What follows belongs to an exercise in optimizing a design on an open flow for small area and few clock cycles per item; a production flow would make more cautious choices. Where RTL was checked, it was by simulation tests only, not by an equivalence proof against the original. No driver is modelled on the clock port, so clocking that relies on it looks cheaper here than on a real chip. Power figures rest on the tool's default switching activity, not on a simulated workload.

Design rs_pair_enc, start of the top module:
module rs_pair_enc (
    input  wire       clk,
    input  wire       rst,
    input  wire       in_valid,
    output wire       in_ready,
    input  wire [9:0] in_sym,
    output wire       out_valid,
    input  wire       out_ready,
    output wire [9:0] out_sym,
    output wire       out_last
);
    localparam NMSG = 1040;               
    localparam NSYM = 1088;               
    localparam SEG  = 24;                 
    reg  [10:0]  cnt;                     
    reg  [4:0]   rot;                     
    reg          clr;                     
    reg  [479:0] r;                       
    wire in_msg  = !(cnt[10] && (cnt[5] || cnt[4]));      
    wire last    = cnt[10] && (&cnt[5:0]);                
    wire rot_end = rot[0] && rot[1] && rot[2] && rot[4];                  
    wire idle    = clr || (rot != 0);
    assign in_ready  = !idle && in_msg && out_ready;
    assign out_valid = !idle && (in_msg ? in_valid : 1'b1);
    wire   xfer      = !rst && out_valid && out_ready;
    wire   rot_m     = !rst && !clr && !xfer;       
    wire   step_msg  = xfer && in_msg;              
    wire [9:0] top = r[479:470];
    wire [9:0] top_std = top;
    assign out_sym  = in_msg ? in_sym : top_std;
    assign out_last = last;
    wire [9:0] fb = (in_sym ^ top_std) & {10{step_msg}};
    wire pm_t0;
    rs_xor2 x_pm_t0 (.a(fb[2]), .b(fb[9]), .y(pm_t0));
    wire pm_t1;
    rs_xor2 x_pm_t1 (.a(fb[4]), .b(fb[9]), .y(pm_t1));
    wire pm_t2;
    rs_xor2 x_pm_t2 (.a(fb[5]), .b(fb[9]), .y(pm_t2));
    wire pm_t3;
    rs_xor2 x_pm_t3 (.a(fb[0]), .b(fb[5]), .y(pm_t3));
    wire pm_t4;
    rs_xor2 x_pm_t4 (.a(fb[6]), .b(fb[9]), .y(pm_t4));
    wire pm_t5;
    rs_xor2 x_pm_t5 (.a(fb[0]), .b(fb[6]), .y(pm_t5));
    wire pm_t6;
    rs_xor2 x_pm_t6 (.a(fb[1]), .b(fb[6]), .y(pm_t6));
    wire pm_t7;
    rs_xor2 x_pm_t7 (.a(fb[0]), .b(fb[7]), .y(pm_t7));
    wire pm_t8;
    rs_xor2 x_pm_t8 (.a(fb[1]), .b(fb[7]), .y(pm_t8));
    wire pm_t9;
  ...
For scale: about 500 flip-flops, roughly 27 I/O pins, roughly 15,000 sq um of cells after synthesis.
Settings: LEC_CHECK=0, CAP_MARGIN=0, CORE_MARGIN=2, CORE_UTILIZATION=70, GPL_TIMING_DRIVEN=0, SLEW_MARGIN=0, SYNTH_HIERARCHICAL=1, SYNTH_MINIMUM_KEEP_SIZE=0; clock period 5.0 ns.
standard.sh (not shown) runs the stock make flow with config.mk's settings and CLKGATE_MAP_FILE= SYNTH_SCRIPT=/design/flow/synth_recipe.tcl, a recipe that flattens the netlist after the stock synthesis.
==> flow/flow/run.sh <==
#!/bin/bash
# Own flow: the standard layout (standard.sh), with
# - the ports buffered with the smallest buffer,
# - the clock tree built without dummy loads, from clkbuf_8 leaf clusters.
set -euo pipefail
export BUFFER_PORTS_ARGS="-buffer_cell sky130_fd_sc_hd__buf_1"
export CTS_ARGS="-sink_clustering_enable -repair_clock_nets -dont_use_dummy_load -buf_list {sky130_fd_sc_hd__clkbuf_8} -sink_clustering_size 20 -sink_clustering_max_diameter 50"
bash standard.sh > flow_make.log 2>&1
The baseline ran to the end with no violations.
==> next run, changes <==
==> flow/flow/run.sh (replaced) <==
#!/bin/bash
# Own flow: the standard layout (standard.sh), with the clock tree built
# without dummy loads, from one small clock buffer type and larger sink clusters.
set -euo pipefail
export CTS_ARGS="-sink_clustering_enable -repair_clock_nets -dont_use_dummy_load -buf_list {sky130_fd_sc_hd__clkbuf_8} -sink_clustering_size 20 -sink_clustering_max_diameter 50"
bash standard.sh > flow_make.log 2>&1
- CAP_MARGIN: 0 -> 20
- CORE_UTILIZATION: 70 -> 60
- GPL_TIMING_DRIVEN: 0 -> default
- SLEW_MARGIN: 0 -> 20
=> The new run produced a clean layout. Synthesized cell count does not change. Setup slack improves by 0.71 ns. Count of clock-buffer cells in the layout goes down by 1. Utilization goes down by 11 points. First-iteration DRC count goes up by 14%. Register-to-register slack improves by 0.71 ns. Cell area stays flat. Final cell count goes up by 5.9%. Power barely changes. Clock skew goes up by 0.041 ns. Die area goes up by 16%.
==> next run, changes <==
==> flow/flow/run.sh (replaced) <==
#!/bin/bash
# Own flow: the standard layout (standard.sh), with
# - the ports buffered with the smallest buffer,
# - the clock tree built without dummy loads, from clkbuf_8 leaf clusters.
set -euo pipefail
export BUFFER_PORTS_ARGS="-buffer_cell sky130_fd_sc_hd__buf_1"
export CTS_ARGS="-sink_clustering_enable -repair_clock_nets -dont_use_dummy_load -buf_list {sky130_fd_sc_hd__clkbuf_8} -sink_clustering_size 20 -sink_clustering_max_diameter 50"
bash standard.sh > flow_make.log 2>&1
- CORE_UTILIZATION: 60 -> 70
The changed run finished clean.
Count of clock-buffer cells in the layout decreases by 1.
Sequential cell count does not change.
Die area decreases by 14%.
No functional check of the RTL was part of any run of this note.

rs_pair_enc, a different RTL version from the one above (not shown whole).
Size in the first run: ~1100 cells after synthesis, about 500 flip-flops, ~0.015 sq mm of cells after synthesis.
make LEC_CHECK=0 CAP_MARGIN=20 CORE_MARGIN=2 CORE_UTILIZATION=60 CTS_BUF_LIST='sky130_fd_sc_hd__clkbuf_2 sky130_fd_sc_hd__clkbuf_4' SLEW_MARGIN=20 SYNTH_HIERARCHICAL=1 SYNTH_MINIMUM_KEEP_SIZE=0 finish   # period 5.0 ns
run.sh (not shown) runs the stock make flow with config.mk's settings and CLKGATE_MAP_FILE= SYNTH_SCRIPT=/design/flow/synth_recipe.tcl, a recipe that flattens the netlist after the stock synthesis.
Stock flow here: none of the scripts above is used.
The baseline finished with timing, DRC and antenna clean.
Edit:
- CORE_UTILIZATION: 60 -> 45
- CTS_BUF_LIST: sky130_fd_sc_hd__clkbuf_2 sky130_fd_sc_hd__clkbuf_4 -> default
What happened: Via count goes down by a few percent; total power goes up by a few percent; area after synthesis stays the same; first-iteration DRC count shrinks by about a fifth; sequential cell count stays the same; worst hold slack gains 27 ps.
Function was not checked in any run of this note: the RTL went through the layout flow alone.

run A:
rs_pair_enc, a different RTL version from the one above (not shown whole).
For scale: ~27 I/O pins.
Settings: LEC_CHECK=0, CAP_MARGIN=20, CORE_MARGIN=2, CORE_UTILIZATION=70, GPL_ROUTABILITY_DRIVEN=0, SLEW_MARGIN=20, SYNTH_HIERARCHICAL=1, SYNTH_MINIMUM_KEEP_SIZE=0; clock period 5.0 ns.
standard.sh (not shown) runs the stock make flow with config.mk's settings and CLKGATE_MAP_FILE= SYNTH_SCRIPT=/design/flow/synth_recipe.tcl, a recipe that flattens the netlist after the stock synthesis.
==> flow/flow/run.sh <==
#!/bin/bash
# Own flow: the standard layout (standard.sh), with
# - the ports buffered with the smallest buffer,
# - the clock tree built without dummy loads, from clkbuf_8 leaf clusters,
# - after global routing, gates and buffers off the critical paths downsized
#   (flow/post_grt.tcl), then slew and capacitance repaired again.
# ORFS writes each step's full log under orfs/logs; make's own output goes to
# flow_make.log here.
set -euo pipefail
export BUFFER_PORTS_ARGS="-buffer_cell sky130_fd_sc_hd__buf_1"
export CTS_ARGS="-sink_clustering_enable -repair_clock_nets -dont_use_dummy_load -buf_list {sky130_fd_sc_hd__clkbuf_8} -sink_clustering_size 22 -sink_clustering_max_diameter 55"
export POST_GLOBAL_ROUTE_TCL="$(pwd)/flow/post_grt.tcl"
bash standard.sh > flow_make.log 2>&1
==> flow/flow/post_grt.tcl <==
# After global routing: downsize gates and buffers on paths with slack to spare,
# fix any slew or capacitance this leaves over the margins, re-legalise, and
# write the route guides again for the detailed router.
global_route -start_incremental
repair_timing -recover_power 100 -verbose
estimate_parasitics -global_routing
repair_design -slew_margin 20 -cap_margin 20 -verbose
detailed_placement
global_route -end_incremental
estimate_parasitics -global_routing
report_worst_slack -max
report_check_types -max_slew -max_capacitance
write_guides $::env(RESULTS_DIR)/route.guide
Run A: full flow OK, the timing, DRC and antenna checks passed
Testbench counts of run A, summed over its fixed seeds: cycles 19,716, items 18.
#### Input delta (run B over run A)
==> flow/flow/run.sh <==
#!/bin/bash
# Own flow: the standard layout (standard.sh), with
# - the ports buffered with the smallest buffer,
# - the clock tree built without dummy loads, from clkbuf_8 leaf clusters.
set -euo pipefail
export BUFFER_PORTS_ARGS="-buffer_cell sky130_fd_sc_hd__buf_1"
export CTS_ARGS="-sink_clustering_enable -repair_clock_nets -dont_use_dummy_load -buf_list {sky130_fd_sc_hd__clkbuf_8} -sink_clustering_size 20 -sink_clustering_max_diameter 60"
export RECOVER_POWER=100
bash standard.sh > flow_make.log 2>&1
removed: flow/flow/post_grt.tcl
What the final checks of run B revealed, after a flow that finished every stage, was a layout that fails on max-capacitance violations, max-slew violations.
Of run B and run A, the higher clock-buffer cell count belongs to run B.
Per the comparison of run B with run A, switching power total comparable, maximum frequency now larger, overall power now larger.
Changes in run C relative to run B:
==> flow/flow/run.sh <==
#!/bin/bash
# Own flow: the standard layout (standard.sh), with
# - the ports buffered with the smallest buffer,
# - the clock tree built without dummy loads, from clkbuf_8 leaf clusters,
# - after global routing, gates and buffers off the critical paths downsized
#   (flow/post_grt.tcl), then slew and capacitance repaired again.
# ORFS writes each step's full log under orfs/logs; make's own output goes to
# flow_make.log here.
set -euo pipefail
export BUFFER_PORTS_ARGS="-buffer_cell sky130_fd_sc_hd__buf_1"
export CTS_ARGS="-sink_clustering_enable -repair_clock_nets -dont_use_dummy_load -buf_list {sky130_fd_sc_hd__clkbuf_8} -sink_clustering_size 20 -sink_clustering_max_diameter 60"
export POST_CTS_TCL="$(pwd)/flow/post_cts.tcl"
export POST_GLOBAL_ROUTE_TCL="$(pwd)/flow/post_grt.tcl"
bash standard.sh > flow_make.log 2>&1
==> flow/flow/post_cts.tcl (new file) <==
# After clock tree synthesis: downsize gates and buffers on paths with slack
# to spare, then re-legalise.
estimate_parasitics -placement
repair_timing -recover_power 100 -verbose
repair_design -slew_margin 20 -cap_margin 20 -verbose
detailed_placement
estimate_parasitics -placement
report_worst_slack -max
==> flow/flow/post_grt.tcl (new file) <==
# After global routing: downsize gates and buffers on paths with slack to spare,
# fix any slew or capacitance this leaves over the margins, re-legalise, and
# write the route guides again for the detailed router.
global_route -start_incremental
repair_timing -recover_power 100 -verbose
estimate_parasitics -global_routing
repair_design -slew_margin 20 -cap_margin 20 -verbose
detailed_placement
global_route -end_incremental
estimate_parasitics -global_routing
report_worst_slack -max
report_check_types -max_slew -max_capacitance
write_guides $::env(RESULTS_DIR)/route.guide
==> run summary <==
Going from run B to run C, first-pass GRT wire length barely changed, hold slack shows no meaningful change, maximum frequency from static timing analysis shrank by about 4.3%, largest net degree at the start of global routing fell by about 11%.
Run C: all stages complete, timing, DRC and antenna checks passed
Compared with run B, the detailed router inserted fewer vias in run C.
Time the final worst path needs with I/O delays and setup is lower on run B
--- input diff run C..run D ---
Settings: CORE_UTILIZATION now 76, was 70.
--- a/flow/flow/run.sh
+++ b/flow/flow/run.sh
@@ -11,3 +11,2 @@
 export CTS_ARGS="-sink_clustering_enable -repair_clock_nets -dont_use_dummy_load -buf_list {sky130_fd_sc_hd__clkbuf_8} -sink_clustering_size 20 -sink_clustering_max_diameter 60"
-export POST_CTS_TCL="$(pwd)/flow/post_cts.tcl"
 export POST_GLOBAL_ROUTE_TCL="$(pwd)/flow/post_grt.tcl"
removed: flow/flow/post_cts.tcl
--- outcome ---
Run D | status: complete | timing, DRC, antenna: pass
Comparing run D and run C, switching component of the power is lower on run C.
Sequential share of layout area delta (run C -> run D): insignificant
Diff run C -> run D | total leakage power | up slightly
On switching fraction of total power, run D tracks run C almost exactly.
On power, run C tracks run D almost exactly.
Diff run C -> run D: total die area fell by 7.7%, final critical path time including I/O delays and setup fell by 0.15 ns, chip height fell by about 4%.
Against run C, chip width in run D fell by a few percent.

-- re-timing with driven ports --
The flow's constraints put no driver on any port. The routed layouts listed below were extracted and timed again, unchanged, in two steps.
Step 1 sets driving cells, clkbuf_16 on the clock port and buf_2 on the other inputs (assumed; they add their load-dependent delay and slew).
Step 2 also shifts input and output timing later by t, the mid clock arrival at the registers, as if the neighbouring blocks saw the same clock.
Three values: ideal ports, drivers, drivers and shift; two values: the first two.
run | shift t [ns] | setup slack, ns | latest minus earliest clock arrival (ns)
the first run of note 1 | 0.579 | 0.186 / 0.186 / -0.235 | 0.043 / 0.043
the second run of note 1 | 0.569 | 0.896 / 0.896 / 0.479 | 0.084 / 0.084
the third run of note 1 | 0.579 | 0.592 / 0.592 / 0.382 | 0.055 / 0.056
the first run of note 2 | 0.768 | 0.829 / 0.785 / 0.104 | 0.039 / 0.039
the second run of note 2 | 0.593 | 0.819 / 0.848 / 0.256 | 0.013 / 0.013
run A | 0.625 | 0.527 / 0.527 / 0.308 | 0.070 / 0.070
run B | 0.631 | 0.549 / 0.549 / 0.356 | 0.073 / 0.073
run C | 0.631 | 0.348 / 0.348 / 0.020 | 0.072 / 0.072
run D | 0.625 | 0.499 / 0.499 / 0.224 | 0.048 / 0.048
Met with ideal ports but missed after step 2: setup timing in the first run of note 1. The setup slack of the first run of note 2, which loses most, moves by -0.044 ns with the drivers and by -0.725 ns with both steps.
